This is an optimization exercise on Yosys and OpenROAD, whose aim is small area, a short achievable clock period and few clock cycles per item, not a production implementation. Only simulation tests tie the RTL to the original design; equivalence was not proved.

==> job 6193 <==
==> flow/design.v (excerpt) <==
module wire_model (
    input  wire        clk,
    input  wire        rst,
    input  wire        cfg_we,
    input  wire [3:0]  cfg_ch,
    input  wire [15:0] cfg_k,
    input  wire [15:0] cfg_alpha,
    input  wire [15:0] cfg_tlim,
    input  wire        clr,
    input  wire [3:0]  clr_ch,
    input  wire        s_valid,
    output wire        s_ready,
    input  wire [3:0]  s_ch,
    input  wire [15:0] s_irms,
    input  wire [15:0] s_tref,
    output reg         r_valid,
    output reg  [3:0]  r_ch,
    output wire [31:0] r_dt,
    output reg  [16:0] r_temp,
    output reg         r_warn,
    output reg         r_latch,
    output reg         r_cool,
    output reg         r_trip
);
    localparam [15:0] K_DEFAULT     = 16'd892;
    localparam [15:0] ALPHA_DEFAULT = 16'd559;
    localparam [15:0] TLIM_DEFAULT  = 16'd2000;
    integer i;
    reg rst_q;
    always @(posedge clk) rst_q <= rst;
    reg        rdy, blk;
    reg  [3:0] hc, g, wch;
    assign s_ready = rdy;
    wire take = s_valid & ~blk & ~rst_q;
    always @(posedge clk) begin
        if (rst)
            rdy <= 1'b0;
        else if (rst_q)
            rdy <= 1'b1;
        else if (take)
            rdy <= (s_ch == g);
        else if (blk && g == wch)
            rdy <= 1'b1;
    end
    always @(posedge clk) begin
        if (rst_q) begin
            blk <= 1'b0;
            hc  <= 4'd0;
            g   <= 4'd1;
        end else begin
            hc <= hc + 4'd1;
            g  <= g + 4'd1;
            if (take)
                blk <= (s_ch != g);
            else if (blk && g == wch)
                blk <= 1'b0;
        end
    end
    reg        a_v;
    reg  [3:0] a_ch;
    reg [15:0] a_irms, a_tref;
    reg        q_we;
    reg  [3:0] q_cch;
    reg [15:0] q_k, q_alpha, q_tlim;
    reg        q_clr;
    reg  [3:0] q_clrch;
    wire a_go   = a_v & (a_ch == hc);
    wire a_wait = a_v & ~a_go;
  ...
clock: 33.0 ns
lec_check: 0
abc_area: 1
cap_margin: 20
core_margin: 2
core_utilization: 65
cts_cluster_diameter: 80
cts_cluster_size: 26
place_density: 0.72
slew_margin: 20
standard.sh (not shown) runs the stock make flow with config.mk's settings and CLKGATE_MAP_FILE= SYNTH_SCRIPT=/design/flow/synth_recipe.tcl, a recipe that flattens the netlist after the stock synthesis.
==> flow/flow/run.sh <==
#!/bin/bash
# The standard layout (standard.sh: ORFS synthesis to finish), with one
# change: the port buffers are plain sky130_fd_sc_hd__buf_2 cells instead of
# the delay cell the resizer picks by default. Every port still gets its own
# buffer. make's full output goes to standard.log here; ORFS keeps each
# step's log under orfs/logs/.
set -euo pipefail
export BUFFER_PORTS_ARGS="-buffer_cell sky130_fd_sc_hd__buf_2"
bash standard.sh > standard.log 2>&1
==> job 4545: changes against job 6193 <==
==> flow/flow/run.sh (replaced) <==
#!/bin/bash
# The standard layout (standard.sh: ORFS synthesis to finish), with two
# changes:
#  - ABC's area script (used with ABC_AREA=1) maps for area with "map -a"
#    after "dch -f"; everything else in the synthesis, and every register,
#    is as in the standard synthesis. The ORFS scripts are copied into
#    abcscripts/ with only abc_area.script replaced.
#  - the port buffers are plain sky130_fd_sc_hd__buf_2 cells instead of the
#    delay cell the resizer picks by default; every port still gets its own
#    buffer.
# make's full output goes to standard.log here; ORFS keeps each step's log
# under orfs/logs/.
set -euo pipefail
rm -rf abcscripts
cp -r "$FLOW_HOME/scripts" abcscripts
printf 'strash\ndch -f\nmap -a -B 0.9\ntopo\nstime -c\nbuffer -c\nupsize -c\ndnsize -c\n' > abcscripts/abc_area.script
export BUFFER_PORTS_ARGS="-buffer_cell sky130_fd_sc_hd__buf_2"
bash standard.sh SCRIPTS_DIR="$PWD/abcscripts" > standard.log 2>&1
==> summary.txt <==
post-DP HPWL -> 150000 um
initial antenna violation count -> 4
Synth top area share -> 0.419
status -> timing/DRC/antenna clean
Source of the figures above: job 4545

==> summary.txt <==
Synth top area share -> 0.410
post-DP HPWL -> 158000 um
cts hold-fix bufs -> 0
Final Max Tran Viols -> 0
first-pass GRT wire length -> 352000 um
syn nets -> 10382
status -> timing/DRC/antenna clean
Source of the figures above: job 6193

Testbench counts of job 6193, summed over its fixed seeds: cycles 16,424, samples 16,384.
Testbench counts of job 4545, summed over its fixed seeds: cycles 16,424, samples 16,384.

========
==> inputs of 02-16 <==
Another version of the RTL of wire_model (not shown whole).
==> flow/config.mk <==
export PLATFORM = sky130hd
export DESIGN_NAME = wire_model
export DESIGN_NICKNAME = wire_model
export VERILOG_FILES = /design/flow/design.v
export SDC_FILE = /design/flow/constraint.sdc
export NUM_CORES = 4
export LEC_CHECK = 0
export ABC_AREA = 1
export CAP_MARGIN = 20
export CORE_MARGIN = 2
export CORE_UTILIZATION = 65
export CTS_CLUSTER_DIAMETER = 80
export CTS_CLUSTER_SIZE = 26
export PLACE_DENSITY = 0.72
export SLEW_MARGIN = 20
==> flow/constraint.sdc <==
create_clock -name core_clock -period 33.0 [get_ports {clk}]
set_input_delay 6.6000 -clock core_clock [delete_from_list [all_inputs] [get_ports {clk}]]
set_output_delay 6.6000 -clock core_clock [all_outputs]
set_load 0.01 [all_outputs]
==> flow/flow/run.sh <==
#!/bin/bash
# The standard layout (standard.sh: ORFS synthesis to finish), with one
# change: the port buffers are plain sky130_fd_sc_hd__buf_2 cells instead of
# the delay cell the resizer picks by default. Every port still gets its own
# buffer. make's full output goes to standard.log here; ORFS keeps each
# step's log under orfs/logs/.
set -euo pipefail
export BUFFER_PORTS_ARGS="-buffer_cell sky130_fd_sc_hd__buf_2"
bash standard.sh > standard.log 2>&1
==> inputs of 12-04, as changes to 02-16 <==
CORE_UTILIZATION = 75   (was 65)
PLACE_DENSITY = 0.8   (was 0.72)
==> inputs of 07-11, as changes to 02-16 <==
--- a/flow/design.v
+++ b/flow/design.v
@@ -28,13 +28,13 @@
     integer i;
     reg rst_q;
     always @(posedge clk) rst_q <= rst;
     reg        rdy, blk;
     reg  [3:0] hc, g, wch;
     assign s_ready = rdy;
-    wire take = s_valid & ~blk & ~rst_q;
+    wire take = s_valid & rdy;
     always @(posedge clk) begin
         if (rst)
             rdy <= 1'b0;
         else if (rst_q)
             rdy <= 1'b1;
         else if (take)
CTS_CLUSTER_SIZE = 22   (was 26)
==> summary.txt <==
quantity	07-11	12-04	02-16
Global routing usage summed across all routing layers	33.5%	40.6%	34.6%
DRT Pass-1 Iters	6	12	7
Run status	finished clean	finished clean	finished clean
Xor/xnor share of the synthesized area	6.72%	6.64%	6.64%
Num rows	135	125	134
Cells after synthesis	9921	9973	9973
Crit path arrival time	1.28 ns	1.26 ns	1.24 ns
Placer's final routability congestion estimate	0.988	1.05	0.978
Count of clock-net buffers in the final layout	134	119	122
Routed length on met2	103 mm	112 mm	103 mm
Number of ordinary inverters in the final layout	1329	1373	1373
Detail Placement HPWL	163 mm	168 mm	167 mm
Testbench counts of 02-16, summed over its fixed seeds: cycles 16,424, samples 16,384.
Testbench counts of 12-04, summed over its fixed seeds: cycles 16,424, samples 16,384.
Testbench counts of 07-11, summed over its fixed seeds: cycles 16,424, samples 16,384.

========
==> job 8407: inputs <==
wire_model, a different RTL version from the one above (not shown whole).
Settings: LEC_CHECK=0, ABC_AREA=1, CAP_MARGIN=20, CORE_MARGIN=2, CORE_UTILIZATION=65, CTS_CLUSTER_DIAMETER=80, CTS_CLUSTER_SIZE=26, PLACE_DENSITY=0.72, SLEW_MARGIN=20; clock period 33.0 ns.
Scripts as last shown in full above: flow/flow/run.sh
==> job 1008 (differences from job 8407) <==
--- a/flow/design.v
+++ b/flow/design.v
@@ -1472,13 +1472,15 @@
     assign {t837, t836} = 1'b1 + t746 + t745;
     wire t838, t839;
     assign {t839, t838} = t279 + t312 + t747;
     wire [47:0] ra = {t838, t836, t834, t832, t830, t828, t826, t824, t822, t820, t818, t816, t814, t812, t810, t808, t806, t804, t802, t800, t798, t796, t794, t792, t790, t788, t786, t784, t782, t780, t778, t776, t774, t772, t770, t768, t766, t764, t762, t760, t758, t756, t754, t752, t750, t70, t2, t1};
     wire [47:0] rb = {t837, t835, t833, t831, t829, t827, t825, t823, t821, t819, t817, t815, t813, t811, t809, t807, t805, t803, t801, t799, t797, t795, t793, t791, t789, t787, t785, t783, t781, t779, t777, t775, t773, t771, t769, t767, t765, t763, t761, t759, t757, t755, t753, t751, t749, t748, 1'b0, t35};
-    wire [47:0] raw = ra + rb;
-    wire sat = |raw[47:38];
-    wire c38 = raw[38] ^ ra[38] ^ rb[38];
+    wire [38:0] low = {1'b0, ra[37:0]} + {1'b0, rb[37:0]};
+    wire c38 = low[38];
+    wire [9:0] hp = ra[47:38] ^ rb[47:38];
+    wire [9:0] hk = {ra[46:38] | rb[46:38], c38};
+    wire sat = |(hp ^ hk);
     wire [31:0] ndt = ~dt;
     wire [38:0] uu;
     wire t1000840, t1000841;
     assign {t1000841, t1000840} = ra[6] + rb[6];
     wire t1000842, t1000843;
==> flow/flow/run.sh (replaced) <==
#!/bin/bash
# The standard layout (standard.sh: ORFS synthesis to finish), with two
# changes:
#  - ABC's area script (used with ABC_AREA=1) maps with a delay target of
#    4000 ps ("map -D 4000", and the sizing steps too), so that ABC recovers area on paths faster than
#    that; everything else in the synthesis, and every register, is as in
#    the standard synthesis. The ORFS scripts are copied into abcscripts/
#    with only abc_area.script replaced.
#  - the port buffers are plain sky130_fd_sc_hd__buf_2 cells instead of the
#    delay cell the resizer picks by default; every port still gets its own
#    buffer.
# make's full output goes to standard.log here; ORFS keeps each step's log
# under orfs/logs/.
set -euo pipefail
rm -rf abcscripts
cp -r "$FLOW_HOME/scripts" abcscripts
printf 'strash\ndch -f\nmap -D 4000 -B 0.9\ntopo\nstime -c\nbuffer -c\nupsize -c -D 4000\ndnsize -c -D 4000\n' > abcscripts/abc_area.script
export BUFFER_PORTS_ARGS="-buffer_cell sky130_fd_sc_hd__buf_2"
bash standard.sh SCRIPTS_DIR="$PWD/abcscripts" > standard.log 2>&1
==> job 4870 (differences from job 8407) <==
--- a/flow/design.v
+++ b/flow/design.v
@@ -1472,13 +1472,15 @@
     assign {t837, t836} = 1'b1 + t746 + t745;
     wire t838, t839;
     assign {t839, t838} = t279 + t312 + t747;
     wire [47:0] ra = {t838, t836, t834, t832, t830, t828, t826, t824, t822, t820, t818, t816, t814, t812, t810, t808, t806, t804, t802, t800, t798, t796, t794, t792, t790, t788, t786, t784, t782, t780, t778, t776, t774, t772, t770, t768, t766, t764, t762, t760, t758, t756, t754, t752, t750, t70, t2, t1};
     wire [47:0] rb = {t837, t835, t833, t831, t829, t827, t825, t823, t821, t819, t817, t815, t813, t811, t809, t807, t805, t803, t801, t799, t797, t795, t793, t791, t789, t787, t785, t783, t781, t779, t777, t775, t773, t771, t769, t767, t765, t763, t761, t759, t757, t755, t753, t751, t749, t748, 1'b0, t35};
-    wire [47:0] raw = ra + rb;
-    wire sat = |raw[47:38];
-    wire c38 = raw[38] ^ ra[38] ^ rb[38];
+    wire [38:0] low = {1'b0, ra[37:0]} + {1'b0, rb[37:0]};
+    wire c38 = low[38];
+    wire [9:0] hp = ra[47:38] ^ rb[47:38];
+    wire [9:0] hk = {ra[46:38] | rb[46:38], c38};
+    wire sat = |(hp ^ hk);
     wire [31:0] ndt = ~dt;
     wire [38:0] uu;
     wire t1000840, t1000841;
     assign {t1000841, t1000840} = ra[6] + rb[6];
     wire t1000842, t1000843;
==> flow/flow/run.sh (replaced) <==
#!/bin/bash
# The standard layout (standard.sh: ORFS synthesis to finish), with two
# changes:
#  - ABC's area script (used with ABC_AREA=1) maps twice with a delay target
#    of 4000 ps ("map -D 4000", and the sizing steps too), so that ABC recovers area on paths faster than
#    that; everything else in the synthesis, and every register, is as in
#    the standard synthesis. The ORFS scripts are copied into abcscripts/
#    with only abc_area.script replaced.
#  - the port buffers are plain sky130_fd_sc_hd__buf_2 cells instead of the
#    delay cell the resizer picks by default; every port still gets its own
#    buffer.
# make's full output goes to standard.log here; ORFS keeps each step's log
# under orfs/logs/.
set -euo pipefail
rm -rf abcscripts
cp -r "$FLOW_HOME/scripts" abcscripts
printf 'strash\ndch -f\nmap -D 4000 -B 0.9\ntopo\nstime -c\nbuffer -c\nupsize -c -D 4000\ndnsize -c -D 4000\nstrash\ndch -f\nmap -D 4000 -B 0.9\ntopo\nstime -c\nbuffer -c\nupsize -c -D 4000\ndnsize -c -D 4000\n' > abcscripts/abc_area.script
export BUFFER_PORTS_ARGS="-buffer_cell sky130_fd_sc_hd__buf_2"
bash standard.sh SCRIPTS_DIR="$PWD/abcscripts" > standard.log 2>&1
==> notes <==
Job 4870 went through all stages and came out clean. Job 1008 went through all stages and came out clean. Job 8407 went through all stages and came out clean. The highest cell count belongs to job 8407, the lowest to job 4870. The highest die area belongs to job 8407, the lowest to job 4870. Count of clock-buffer cells in the layout: job 8407 > job 4870 > job 1008. Of job 4870 and job 1008, job 1008 has the higher fmax (gap about 0.24%, measured against job 1008). Worst setup slack: job 1008 > job 8407 > job 4870. Against job 8407, the synthesized cell count of job 1008 is lower by 6.1%.
==> figures <==
quantity	job 4870	job 8407	job 1008
Minimum setup slack among reg-to-reg paths	25770 ps	25160 ps	25840 ps
Cell area after synthesis	84240 um^2	87180 um^2	84570 um^2
Worst hold-check slack	315.0 ps	291.0 ps	317.7 ps
Multi-input logic portion of the cell area	45.20%	46.18%	45.28%
DRT Wirelength	217.4 mm	231.0 mm	218.3 mm
Global-route usage over all layers	32.59%	33.31%	32.78%
R2r startpoint	b_kenc[1]	b_kenc[2]	b_kenc[5]
Mux contribution to synthesized area	0.02377%	0.03445%	0.02367%
Largest driver fanout on the critical path	1	2	2
Result of the run	timing/DRC/antenna clean	timing/DRC/antenna clean	timing/DRC/antenna clean
CP peak stage delay	320 ps	360 ps	350 ps
Last element of the critical path	r_valid	s_ready	s_ready
Final core utilization	69.12%	68.97%	69.08%
Testbench counts of job 8407, summed over its fixed seeds: cycles 16,424, samples 16,384.
Testbench counts of job 1008, summed over its fixed seeds: cycles 16,424, samples 16,384.
Testbench counts of job 4870, summed over its fixed seeds: cycles 16,424, samples 16,384.

==> separate check: timing with driven ports <==
How much do the figures lean on ideal ports? The routed layouts below were timed once more, with nothing changed but the port constraints. Step 1, drivers: a clkbuf_16 drives clk and a buf_2 each remaining input, both assumed. Step 2 times the ports against the registers' clock, not the clock port: input delays grow and output delays shrink by t, the midpoint of the rising clock arrivals with the driver on. Three values: ideal ports, drivers, drivers and shift; two values: the first two.
| run | shift t [ns] | slack for setup (ns) | worst setup path after step 2 | worst register clock-pin slew, ns |
|---|---|---|---|---|
| job 6193 | 0.813 | 25.177 / 25.099 / 25.376 | input to register | 0.10 / 0.10 |
| job 4545 | 0.794 | 24.971 / 24.948 / 24.971 | register to register | 0.10 / 0.10 |
| 02-16 | 0.827 | 25.161 / 25.081 / 25.198 | input to register | 0.10 / 0.10 |
| 12-04 | 0.806 | 25.139 / 25.060 / 25.145 | input to register | 0.13 / 0.13 |
| 07-11 | 0.820 | 25.123 / 25.047 / 25.274 | input to register | 0.09 / 0.09 |
| job 8407 | 0.807 | 25.156 / 25.079 / 25.159 | register to register | 0.11 / 0.11 |
| job 1008 | 0.821 | 25.160 / 25.077 / 25.334 | input to register | 0.10 / 0.10 |
| job 4870 | 0.806 | 25.142 / 25.064 / 25.455 | input to register | 0.10 / 0.10 |
After both steps every run listed still meets setup and hold.
